Background: an optimization exercise with open tools, aiming at small area, a short achievable clock period and few clock cycles per item. Do not read the settings as production practice. Where RTL was checked, it was by simulation tests only, not by an equivalence proof against the original.

==> amber <==
Design aes_core, start of the top module:
module aes_core (
    input  wire         clk,
    input  wire         rst,       
    input  wire         start,     
    input  wire         key_256,   
    input  wire [255:0] key,
    input  wire [127:0] din,       
    output wire         ready,     
    output reg          done,      
    output reg  [127:0] dout
);
==> flow/config.mk <==
export PLATFORM = sky130hd
export DESIGN_NAME = aes_core
export DESIGN_NICKNAME = aes_core
export VERILOG_FILES = /design/flow/design.v
export SDC_FILE = /design/flow/constraint.sdc
export NUM_CORES = 4
export LEC_CHECK = 0
export ABC_CLOCK_PERIOD_IN_PS = 4400
export CAP_MARGIN = 20
export CORE_MARGIN = 2
export CORE_UTILIZATION = 40
export SETUP_SLACK_MARGIN = 2.6
export SLEW_MARGIN = 20
export TNS_END_PERCENT = 5
==> flow/constraint.sdc <==
create_clock -name core_clock -period 7.0 [get_ports {clk}]
set_input_delay 1.4000 -clock core_clock [delete_from_list [all_inputs] [get_ports {clk}]]
set_output_delay 1.4000 -clock core_clock [all_outputs]
set_load 0.01 [all_outputs]
run.sh (not shown) runs the stock make flow with config.mk's settings and CLKGATE_MAP_FILE= SYNTH_SCRIPT=/design/flow/synth_recipe.tcl, a recipe that flattens the netlist after the stock synthesis.
==> ember (differences from amber) <==
Settings changed: ABC_CLOCK_PERIOD_IN_PS 4400 to 3400, SETUP_SLACK_MARGIN 2.6 to 3.6, TNS_END_PERCENT 5 to 0.
==> tundra (differences from amber) <==
Settings changed: ABC_CLOCK_PERIOD_IN_PS 4400 to 2700, SETUP_SLACK_MARGIN 2.6 to 4.3, TNS_END_PERCENT 5 to 0.
==> metrics.md <==
| Metric | Value |
|---|---|
| Clock skew | 0.04987 ns |
| Worst hold start | kb0[57] |
| Worst Reg2Reg Path Length in Cells | 10 |
| Final instance area | 0.08677 sq mm |
| Placement-stage cell area | 0.07511 sq mm |
| R2R Path End | st0[81] |
| Worst path slowest cell | xnor2_1 |
| Hold EP | kb1[57] |
| Outcome | no timing/DRC/antenna violations |
| Post-CTS resize count | 430 |
| Final weighted congestion of routability-driven global placement | 0.9559 |
| Register share of the cell area | 25.92% |
| Register area | 0.02250 sq mm |
the above is filed under ember

==> metrics.md <==
| Metric | Value |
|---|---|
| Hold EP | kb1[62] |
| Post-CTS resize count | 1 |
| Worst hold start | kb0[62] |
| Worst Reg2Reg Path Length in Cells | 8 |
| Final instance area | 0.07954 sq mm |
| Placement-stage cell area | 0.07513 sq mm |
| Outcome | no timing/DRC/antenna violations |
| Worst path slowest cell | xnor2_1 |
the above is filed under amber

==> metrics.md <==
| Metric | Value |
|---|---|
| DPL Wire Length | 189400 um |
| Outcome | no timing/DRC/antenna violations |
| Register share of the cell area | 25.26% |
| WL met3 | 10670 um |
| Worst path slowest cell | xor3_2 |
| Register area | 0.02255 sq mm |
| Worst hold start | kb0[108] |
| Final instance area | 0.08926 sq mm |
| Main combinational cell family by area after synthesis | XOR/XNOR gates |
| Placement-stage cell area | 0.07553 sq mm |
| Post-CTS resize count | 751 |
| R2R Path End | dout[30] |
| Worst Reg2Reg Path Length in Cells | 10 |
the above is filed under tundra

No functional check of the RTL was part of any run of this note.

========
==> run B <==
Another version of the RTL of aes_core (not shown whole).
make LEC_CHECK=0 ABC_CLOCK_PERIOD_IN_PS=2400 CAP_MARGIN=20 CORE_MARGIN=2 CORE_UTILIZATION=55 CTS_CLUSTER_DIAMETER=120 CTS_CLUSTER_SIZE=30 SETUP_SLACK_MARGIN=4.6 SLEW_MARGIN=20 TNS_END_PERCENT=0 finish   # period 7.0 ns
==> inputs of run G, as changes to run B <==
--- a/flow/design.v
+++ b/flow/design.v
@@ -208,14 +208,14 @@
     assign m = {M20, M21, M22, M23};
 endmodule
 module aes_sbox_p2 (
     input  wire [7:0] a,
     input  wire [3:0] m,
-    output wire [19:0] p
+    output wire [16:0] p
 );
     wire M20, M21, M22, M23;
-    wire T1, T2, T3, T4, T5, T6, T7, T8, T9, T10, T11, T12, T13, T15, T16, T17, T18, T19, T20, T21, T22, T23, T27, M24, M25, M26, M27, M28, M29, M30, M31, M32, M33, M34, M35, M36, M37, M38, M39, M40, M41, M42, M43, M44, M45, M46, M47, M48, M49, M50, M51, M52, M53, M54, M55, M56, M57, M58, M59, M60, M61, M62, M63, L0, L1, L2, L3, L4, L5, L8, L9, L12, L14;
+    wire T1, T2, T3, T4, T5, T6, T7, T8, T9, T10, T11, T12, T13, T15, T16, T17, T18, T19, T20, T21, T22, T23, T27, M24, M25, M26, M27, M28, M29, M30, M31, M32, M33, M34, M35, M36, M37, M38, M39, M40, M41, M42, M43, M44, M45, M46, M47, M48, M49, M50, M51, M52, M53, M54, M55, M56, M57, M58, M59, M60, M61, M62, M63, L0, L1, L2, L3, L4, L5, L6, L7, L8, L9, L10, L11, L12, L13, L14, L15, L16, L17, L18, L19, L20, L22;
     assign M20 = m[3];
     assign M21 = m[2];
     assign M22 = m[1];
     assign M23 = m[0];
     wire U0, U1, U2, U3, U4, U5, U6, U7;
@@ -294,55 +294,52 @@
     assign L1 = M50 ^ M56;
     assign L2 = M46 ^ M48;
     assign L3 = M47 ^ M55;
     assign L4 = M54 ^ M58;
     assign L5 = M49 ^ M61;
-    assign L8 = M51 ^ M59;
-    assign L9 = M52 ^ M53;
-    assign L12 = M48 ^ M51;
-    assign L14 = M52 ^ M61;
-    assign p = {L0, L1, L12, L14, L2, L3, L4, L5, L8, L9, M46, M50, M53, M55, M56, M57, M58, M60, M62, M63};
-endmodule
-module aes_sbox_p3 (
-    input  wire [19:0] p,
-    output wire [7:0] y
-);
-    wire L0, L1, L12, L14, L2, L3, L4, L5, L8, L9, M46, M50, M53, M55, M56, M57, M58, M60, M62, M63;
-    wire L6, L7, L10, L11, L13, L15, L16, L17, L18, L19, L20, L21, L22, L23, L24, L25, L26, L27, L28, L29;
-    assign L0 = p[19];
-    assign L1 = p[18];
-    assign L12 = p[17];
-    assign L14 = p[16];
-    assign L2 = p[15];
-    assign L3 = p[14];
-    assign L4 = p[13];
-    assign L5 = p[12];
-    assign L8 = p[11];
-    assign L9 = p[10];
-    assign M46 = p[9];
-    assign M50 = p[8];
-    assign M53 = p[7];
-    assign M55 = p[6];
-    assign M56 = p[5];
-    assign M57 = p[4];
-    assign M58 = p[3];
-    assign M60 = p[2];
-    assign M62 = p[1];
-    assign M63 = p[0];
     assign L6 = M62 ^ L5;
     assign L7 = M46 ^ L3;
+    assign L8 = M51 ^ M59;
+    assign L9 = M52 ^ M53;
     assign L10 = M53 ^ L4;
     assign L11 = M60 ^ L2;
+    assign L12 = M48 ^ M51;
     assign L13 = M50 ^ L0;
+    assign L14 = M52 ^ M61;
     assign L15 = M55 ^ L1;
     assign L16 = M56 ^ L0;
     assign L17 = M57 ^ L1;
     assign L18 = M58 ^ L8;
     assign L19 = M63 ^ L4;
     assign L20 = L0 ^ L1;
-    assign L21 = L1 ^ L7;
     assign L22 = L3 ^ L12;
+    assign p = {L1, L2, L6, L7, L8, L9, L10, L11, L13, L14, L15, L16, L17, L18, L19, L20, L22};
+endmodule
+module aes_sbox_p3 (
+    input  wire [16:0] p,
+    output wire [7:0] y
+);
+    wire L1, L2, L6, L7, L8, L9, L10, L11, L13, L14, L15, L16, L17, L18, L19, L20, L22;
+    wire L21, L23, L24, L25, L26, L27, L28, L29;
+    assign L1 = p[16];
+    assign L2 = p[15];
+    assign L6 = p[14];
+    assign L7 = p[13];
+    assign L8 = p[12];
+    assign L9 = p[11];
+    assign L10 = p[10];
+    assign L11 = p[9];
+    assign L13 = p[8];
+    assign L14 = p[7];
+    assign L15 = p[6];
+    assign L16 = p[5];
+    assign L17 = p[4];
+    assign L18 = p[3];
+    assign L19 = p[2];
+    assign L20 = p[1];
+    assign L22 = p[0];
+    assign L21 = L1 ^ L7;
     assign L23 = L18 ^ L2;
     assign L24 = L15 ^ L9;
     assign L25 = L6 ^ L10;
     assign L26 = L7 ^ L9;
     assign L27 = L8 ^ L10;
@@ -379,12 +376,12 @@
     reg [15:0]  km1;                     
     reg [127:0] ka1, kb1;
     reg         v1, is256_1;
     reg [3:0]   rnd1;
     reg [7:0]   rcon1;
-    reg [319:0] q2;                      
-    reg [79:0]  kq2;                     
+    reg [271:0] q2;                      
+    reg [67:0]  kq2;                     
     reg [127:0] ka2, kb2;
     reg         v2, is256_2;
     reg [3:0]   rnd2;
     reg [7:0]   rcon2;
     reg         rdy;                     
@@ -403,26 +400,26 @@
     generate
         for (gi = 0; gi < 4; gi = gi + 1) begin : g_ks1
             aes_sbox_p1 u_ks1 (.a(kwa[31-8*gi -: 8]), .m(kma[15-4*gi -: 4]));
         end
     endgenerate
-    wire [319:0] qa;
+    wire [271:0] qa;
     generate
         for (gi = 0; gi < 16; gi = gi + 1) begin : g_s2
-            aes_sbox_p2 u_s2 (.a(x1[127-8*gi -: 8]), .m(m1[63-4*gi -: 4]), .p(qa[319-20*gi -: 20]));
+            aes_sbox_p2 u_s2 (.a(x1[127-8*gi -: 8]), .m(m1[63-4*gi -: 4]), .p(qa[271-17*gi -: 17]));
         end
     endgenerate
-    wire [79:0] kqa;
+    wire [67:0] kqa;
     generate
         for (gi = 0; gi < 4; gi = gi + 1) begin : g_ks2
-            aes_sbox_p2 u_ks2 (.a(kw1[31-8*gi -: 8]), .m(km1[15-4*gi -: 4]), .p(kqa[79-20*gi -: 20]));
+            aes_sbox_p2 u_ks2 (.a(kw1[31-8*gi -: 8]), .m(km1[15-4*gi -: 4]), .p(kqa[67-17*gi -: 17]));
         end
     endgenerate
     wire [127:0] sb;
     generate
         for (gi = 0; gi < 16; gi = gi + 1) begin : g_s3
-            aes_sbox_p3 u_s3 (.p(q2[319-20*gi -: 20]), .y(sb[127-8*gi -: 8]));
+            aes_sbox_p3 u_s3 (.p(q2[271-17*gi -: 17]), .y(sb[127-8*gi -: 8]));
         end
     endgenerate
     wire [127:0] sr;
     generate
         for (gi = 0; gi < 16; gi = gi + 1) begin : g_shift
@@ -450,21 +447,26 @@
     wire [127:0] mc = {mix_column(sr[127:96]), mix_column(sr[95:64]),
                        mix_column(sr[63:32]),  mix_column(sr[31:0])};
     wire [31:0] sw;
     generate
         for (gi = 0; gi < 4; gi = gi + 1) begin : g_ks3
-            aes_sbox_p3 u_ks3 (.p(kq2[79-20*gi -: 20]), .y(sw[31-8*gi -: 8]));
+            aes_sbox_p3 u_ks3 (.p(kq2[67-17*gi -: 17]), .y(sw[31-8*gi -: 8]));
         end
     endgenerate
     wire        rot2 = ~is256_2 | rnd2[0];
     wire [7:0]  rc   = rot2 ? rcon2 : 8'h00;
     wire [31:0] p0   = ka2[127:96] ^ {rc, 24'h0};
     wire [31:0] p1   = p0 ^ ka2[95:64];
     wire [31:0] p2   = p0 ^ (ka2[95:64] ^ ka2[63:32]);
     wire [31:0] p3   = p0 ^ (ka2[95:64] ^ ka2[63:32] ^ ka2[31:0]);
-    wire [127:0] next_key = {p0, p1, p2, p3} ^ {4{sw}};   
-    wire [127:0] rk = is256_2 ? kb2 : next_key;
+    wire [127:0] pfx  = {p0, p1, p2, p3};
+    wire [127:0] rk_early = is256_2 ? kb2 : pfx;
+    wire [31:0]  sw_rk    = sw & {32{~is256_2}};
+    wire [31:0]  sw_ka    = sw & {32{~is256_2 & ~rdy}};
+    wire [31:0]  sw_kb    = sw & {32{~rdy}};
+    wire [127:0] ka_early = rdy ? key[255:128] : rk_early;
+    wire [127:0] kb_early = rdy ? {key[127:32], key_256 ? key[31:0] : key[159:128]} : pfx;
     wire fin0 = (rnd0 == (is256_0 ? 4'd14 : 4'd10));
     wire fin1 = (rnd1 == (is256_1 ? 4'd14 : 4'd10));
     wire fin2 = (rnd2 == (is256_2 ? 4'd14 : 4'd10));
     always @(posedge clk) begin
         x1      <= xa;
@@ -481,22 +483,20 @@
         ka2     <= ka1;
         kb2     <= kb1;
         is256_2 <= is256_1;
         rnd2    <= rnd1;
         rcon2   <= rcon1;
-        dout <= sr ^ rk;
+        dout <= sr ^ rk_early ^ {4{sw_rk}};
+        ka0  <= ka_early ^ {4{sw_ka}};
+        kb0  <= kb_early ^ {4{sw_kb}};
         if (rdy) begin
             st0     <= din;
-            ka0     <= key[255:128];
-            kb0     <= {key[127:32], key_256 ? key[31:0] : key[159:128]};
             is256_0 <= key_256;
             rnd0    <= 4'd1;
             rcon0   <= 8'h01;
         end else begin
             st0     <= mc;
-            ka0     <= rk;
-            kb0     <= next_key;
             is256_0 <= is256_2;
             rnd0    <= rnd2 + 4'd1;
             rcon0   <= rot2 ? xtime(rcon2) : rcon2;
         end
     end
- CORE_UTILIZATION: 55 -> 65
- CTS_CLUSTER_DIAMETER: 120 -> 100
- CTS_CLUSTER_SIZE: 30 -> 24
- PLACE_DENSITY: unset -> 0.75
==> inputs of run R, as changes to run B <==
- CORE_UTILIZATION: 55 -> 40
- CTS_CLUSTER_DIAMETER: 120 -> unset
- CTS_CLUSTER_SIZE: 30 -> unset
==> run summary <==
- The lowest design area belongs to run G, the highest to run R.
- Clock skew: run G < run B < run R.
- Against run B, the hold slack of run G is worse by 5.5 ps.
- Run G went through all stages and came out clean. Run R finished clean. Run B finished clean.
- Between run R and run G, the lower flip-flop and latch count is in run G (gap 60).
- Routed wire length: run G is smaller than run R (about 11%).
- Of run B and run R, run R has the higher via count (gap about 1.6%, measured against run R).
Testbench counts of run B, summed over its fixed seeds: cycles 97,597, blocks 8,000.
Testbench counts of run R, summed over its fixed seeds: cycles 97,597, blocks 8,000.
Only the layout flow was run in run G; the RTL was not checked for function there.

========
==> inputs of run X <==
RTL: one of the versions met above, not the one the previous note started from.
==> flow/design.v (excerpt) <==
module aes_core (
    input  wire         clk,
    input  wire         rst,       
    input  wire         start,     
    input  wire         key_256,   
    input  wire [255:0] key,
    input  wire [127:0] din,       
    output wire         ready,     
    output reg          done,      
    output reg  [127:0] dout
);
clock: 7.0 ns
lec_check: 0
abc_clock_period_in_ps: 2650
cap_margin: 10
core_margin: 2
core_utilization: 60
cts_cluster_diameter: 100
cts_cluster_size: 24
place_density: 0.7
setup_slack_margin: 4.35
slew_margin: 10
tns_end_percent: 0
==> inputs of run H, as changes to run X <==
--- a/flow/design.v
+++ b/flow/design.v
@@ -366,27 +366,24 @@
     output reg  [127:0] dout
 );
     reg [127:0] st0;                     
     reg [127:0] ka0, kb0;
     reg         v0, is256_0;
     reg [3:0]   rnd0;
-    reg [7:0]   rcon0;
     reg [127:0] x1;                      
     reg [63:0]  m1;                      
     reg [31:0]  kw1;                     
     reg [15:0]  km1;                     
     reg [127:0] ka1, kb1;
     reg         v1, is256_1;
     reg [3:0]   rnd1;
-    reg [7:0]   rcon1;
     reg [271:0] q2;                      
     reg [67:0]  kq2;                     
     reg [127:0] ka2, kb2;
     reg         v2, is256_2;
     reg [3:0]   rnd2;
-    reg [7:0]   rcon2;
     reg         rdy;                     
     assign ready = rdy;
     genvar gi;
     wire [127:0] xa = st0 ^ ka0;
     wire [63:0]  ma;
     generate
@@ -449,14 +446,35 @@
     wire [31:0] sw;
     generate
         for (gi = 0; gi < 4; gi = gi + 1) begin : g_ks3
             aes_sbox_p3 u_ks3 (.p(kq2[67-17*gi -: 17]), .y(sw[31-8*gi -: 8]));
         end
     endgenerate
-    wire        rot2 = ~is256_2 | rnd2[0];
-    wire [7:0]  rc   = rot2 ? rcon2 : 8'h00;
+    reg  [7:0]  rc;
+    always @(*) begin
+        case ({is256_2, rnd2})
+            5'h01: rc = 8'h01;
+            5'h02: rc = 8'h02;
+            5'h03: rc = 8'h04;
+            5'h04: rc = 8'h08;
+            5'h05: rc = 8'h10;
+            5'h06: rc = 8'h20;
+            5'h07: rc = 8'h40;
+            5'h08: rc = 8'h80;
+            5'h09: rc = 8'h1b;
+            5'h0a: rc = 8'h36;
+            5'h11: rc = 8'h01;
+            5'h13: rc = 8'h02;
+            5'h15: rc = 8'h04;
+            5'h17: rc = 8'h08;
+            5'h19: rc = 8'h10;
+            5'h1b: rc = 8'h20;
+            5'h1d: rc = 8'h40;
+            default: rc = 8'h00;
+        endcase
+    end
     wire [31:0] p0   = ka2[127:96] ^ {rc, 24'h0};
     wire [31:0] p1   = p0 ^ ka2[95:64];
     wire [31:0] p2   = p0 ^ (ka2[95:64] ^ ka2[63:32]);
     wire [31:0] p3   = p0 ^ (ka2[95:64] ^ ka2[63:32] ^ ka2[31:0]);
     wire [127:0] pfx  = {p0, p1, p2, p3};
     wire [127:0] rk_early = is256_2 ? kb2 : pfx;
@@ -474,33 +492,29 @@
         kw1     <= kwa;
         km1     <= kma;
         ka1     <= ka0;
         kb1     <= kb0;
         is256_1 <= is256_0;
         rnd1    <= rnd0;
-        rcon1   <= rcon0;
         q2      <= qa;
         kq2     <= kqa;
         ka2     <= ka1;
         kb2     <= kb1;
         is256_2 <= is256_1;
         rnd2    <= rnd1;
-        rcon2   <= rcon1;
         dout <= sr ^ rk_early ^ {4{sw_rk}};
         ka0  <= ka_early ^ {4{sw_ka}};
         kb0  <= kb_early ^ {4{sw_kb}};
         if (rdy) begin
             st0     <= din;
             is256_0 <= key_256;
             rnd0    <= 4'd1;
-            rcon0   <= 8'h01;
         end else begin
             st0     <= mc;
             is256_0 <= is256_2;
             rnd0    <= rnd2 + 4'd1;
-            rcon0   <= rot2 ? xtime(rcon2) : rcon2;
         end
     end
     wire late_p0 = rdy ? (start & key_256)                  
                        : (v2 & ~fin2 & is256_2 & (rnd2 < 4'd4));
     wire late_p1 = v0 & is256_0 & (rnd0 < 4'd5);            
     wire slot    = ~v1 | fin1;                              
==> flow/flow/run.sh (new file) <==
#!/bin/bash
# The standard layout (standard.sh: the standard flow's synthesis and ORFS flow with config.mk's settings),
# with two changes: the buffers ORFS puts on every input and output port are the platform's
# smallest buffer, sky130_fd_sc_hd__buf_1, instead of its default pick; timing repair still
# resizes them where a path needs it; and up to 10 rounds of antenna repair after detailed
# routing. The make output goes to standard.log; each ORFS step
# writes its own log under orfs/logs/.
set -euo pipefail
export BUFFER_PORTS_ARGS="-buffer_cell sky130_fd_sc_hd__buf_1"
# More rounds of diode insertion after detailed routing than the default 5.
export MAX_REPAIR_ANTENNAS_ITER_DRT=10
bash standard.sh > standard.log 2>&1
==> flow/standard.sh (new file) <==
#!/bin/bash
# synth_recipe.tcl (not shown) runs the flow's synth.tcl, then flattens the netlist and writes it again
# the make line also repeats each setting of config.mk as NAME=value (left out here)
make -C /OpenROAD-flow-scripts/flow DESIGN_CONFIG=/design/flow/config.mk WORK_HOME=/design/flow/orfs CLKGATE_MAP_FILE= SYNTH_SCRIPT=/design/flow/synth_recipe.tcl "${@:-finish}"
- ABC_CLOCK_PERIOD_IN_PS: 2650 -> 2400
- CAP_MARGIN: 10 -> 20
- CORE_UTILIZATION: 60 -> 50
- PLACE_DENSITY: 0.7 -> default
- SETUP_SLACK_MARGIN: 4.35 -> 4.6
- SLEW_MARGIN: 10 -> 20
removed: flow/run.sh
==> inputs of run D, as changes to run X <==
--- a/flow/design.v
+++ b/flow/design.v
@@ -366,27 +366,24 @@
     output reg  [127:0] dout
 );
     reg [127:0] st0;                     
     reg [127:0] ka0, kb0;
     reg         v0, is256_0;
     reg [3:0]   rnd0;
-    reg [7:0]   rcon0;
     reg [127:0] x1;                      
     reg [63:0]  m1;                      
     reg [31:0]  kw1;                     
     reg [15:0]  km1;                     
     reg [127:0] ka1, kb1;
     reg         v1, is256_1;
     reg [3:0]   rnd1;
-    reg [7:0]   rcon1;
     reg [271:0] q2;                      
     reg [67:0]  kq2;                     
     reg [127:0] ka2, kb2;
     reg         v2, is256_2;
     reg [3:0]   rnd2;
-    reg [7:0]   rcon2;
     reg         rdy;                     
     assign ready = rdy;
     genvar gi;
     wire [127:0] xa = st0 ^ ka0;
     wire [63:0]  ma;
     generate
@@ -449,14 +446,35 @@
     wire [31:0] sw;
     generate
         for (gi = 0; gi < 4; gi = gi + 1) begin : g_ks3
             aes_sbox_p3 u_ks3 (.p(kq2[67-17*gi -: 17]), .y(sw[31-8*gi -: 8]));
         end
     endgenerate
-    wire        rot2 = ~is256_2 | rnd2[0];
-    wire [7:0]  rc   = rot2 ? rcon2 : 8'h00;
+    reg  [7:0]  rc;
+    always @(*) begin
+        case ({is256_2, rnd2})
+            5'h01: rc = 8'h01;
+            5'h02: rc = 8'h02;
+            5'h03: rc = 8'h04;
+            5'h04: rc = 8'h08;
+            5'h05: rc = 8'h10;
+            5'h06: rc = 8'h20;
+            5'h07: rc = 8'h40;
+            5'h08: rc = 8'h80;
+            5'h09: rc = 8'h1b;
+            5'h0a: rc = 8'h36;
+            5'h11: rc = 8'h01;
+            5'h13: rc = 8'h02;
+            5'h15: rc = 8'h04;
+            5'h17: rc = 8'h08;
+            5'h19: rc = 8'h10;
+            5'h1b: rc = 8'h20;
+            5'h1d: rc = 8'h40;
+            default: rc = 8'h00;
+        endcase
+    end
     wire [31:0] p0   = ka2[127:96] ^ {rc, 24'h0};
     wire [31:0] p1   = p0 ^ ka2[95:64];
     wire [31:0] p2   = p0 ^ (ka2[95:64] ^ ka2[63:32]);
     wire [31:0] p3   = p0 ^ (ka2[95:64] ^ ka2[63:32] ^ ka2[31:0]);
     wire [127:0] pfx  = {p0, p1, p2, p3};
     wire [127:0] rk_early = is256_2 ? kb2 : pfx;
@@ -474,33 +492,29 @@
         kw1     <= kwa;
         km1     <= kma;
         ka1     <= ka0;
         kb1     <= kb0;
         is256_1 <= is256_0;
         rnd1    <= rnd0;
-        rcon1   <= rcon0;
         q2      <= qa;
         kq2     <= kqa;
         ka2     <= ka1;
         kb2     <= kb1;
         is256_2 <= is256_1;
         rnd2    <= rnd1;
-        rcon2   <= rcon1;
         dout <= sr ^ rk_early ^ {4{sw_rk}};
         ka0  <= ka_early ^ {4{sw_ka}};
         kb0  <= kb_early ^ {4{sw_kb}};
         if (rdy) begin
             st0     <= din;
             is256_0 <= key_256;
             rnd0    <= 4'd1;
-            rcon0   <= 8'h01;
         end else begin
             st0     <= mc;
             is256_0 <= is256_2;
             rnd0    <= rnd2 + 4'd1;
-            rcon0   <= rot2 ? xtime(rcon2) : rcon2;
         end
     end
     wire late_p0 = rdy ? (start & key_256)                  
                        : (v2 & ~fin2 & is256_2 & (rnd2 < 4'd4));
     wire late_p1 = v0 & is256_0 & (rnd0 < 4'd5);            
     wire slot    = ~v1 | fin1;                              
- ABC_CLOCK_PERIOD_IN_PS: 2650 -> 2400
- CAP_MARGIN: 10 -> 20
- CORE_UTILIZATION: 60 -> 55
- PLACE_DENSITY: 0.7 -> default
- SETUP_SLACK_MARGIN: 4.35 -> 4.6
- SLEW_MARGIN: 10 -> 20
==> summary.txt <==
Run status
  – Status: complete, no violations

Route
  – Post-Route WL: 232000 um

Placed design
  – DP HPWL: 185000 um

Critical path
  – R2R Path Start: kq2[26]
  – Reg2Reg Setup Slack: 3.95 ns

Die
  – Die H: 365 um

Yosys
  – Synth Area in Compound Gates: 0.0961

Cells and area
  – FFs & Latches: 1648
[end of results for run X]
==> summary.txt <==
Run status
  – Status: complete, no violations

Yosys
  – Synth area leaders: dfxtp_1 42%, xnor2_1 19%, xor2_1 9.1%

Clock tree
  – H-tree depth: 3

Cells and area
  – FFs & Latches: 1632
  – Most common cell after layout, fill and taps aside: xnor2_1

Route
  – Post-Route WL: 237000 um
  – Residual DRC: 0

Critical path
  – Critical Path Start: kq2[61]
  – R2R Path Start: kq2[61]

Die
  – Die H: 380 um

Placed design
  – DP HPWL: 187000 um
[end of results for run D]
==> summary.txt <==
Clock tree
  – Clk slew on worst S/H paths: 0.09 ns

Run status
  – Status: complete, no violations

Yosys
  – Synth Area in Compound Gates: 0.0949

Critical path
  – Reg2Reg Setup Slack: 4.28 ns
  – R2R Path Start: q2[82]

Cells and area
  – FFs & Latches: 1632

Placed design
  – DP HPWL: 192000 um

Route
  – Post-Route WL: 240000 um

Die
  – Die H: 398 um
[end of results for run H]
Testbench counts of run H, summed over its fixed seeds: cycles 97,597, blocks 8,000.
Testbench counts of run D, summed over its fixed seeds: cycles 97,597, blocks 8,000.
For run X, only the layout was checked, not whether the RTL still works.

## port drivers added, routing unchanged
The flow's constraints put no driver on any port. The routed layouts listed below were extracted and timed again, unchanged, in two steps. Step 1, drivers: a clkbuf_16 drives clk and a buf_2 each remaining input, both assumed. Step 2, shift: input delay + t, output delay - t, t = (earliest + latest rising clock arrival at the registers) / 2. This alone moves slack from input paths to output paths. Slacks: ideal ports / drivers / drivers and shift; pairs: ideal ports / drivers.
run	t (ns)	slack for setup (ns)	worst data-port slew with drivers (ns)
amber	0.845	2.450 / 2.450 / 2.450	0.08
ember	0.839	3.508 / 3.508 / 3.277	0.20
tundra	0.865	3.563 / 3.563 / 3.206	0.07
run B	0.786	4.336 / 4.255 / 4.304	0.14
run G	0.782	4.264 / 4.205 / 4.264	0.14
run R	0.907	4.137 / 4.127 / 4.137	0.18
run X	0.809	3.949 / 3.949 / 3.898	0.11
run H	0.810	4.281 / 4.246 / 4.076	0.13
run D	0.785	4.351 / 4.291 / 4.142	0.08
After both steps every run listed still meets setup and hold. The setup slack of tundra, which loses most, moves by 0.000 ns with the drivers and by -0.357 ns with both steps.
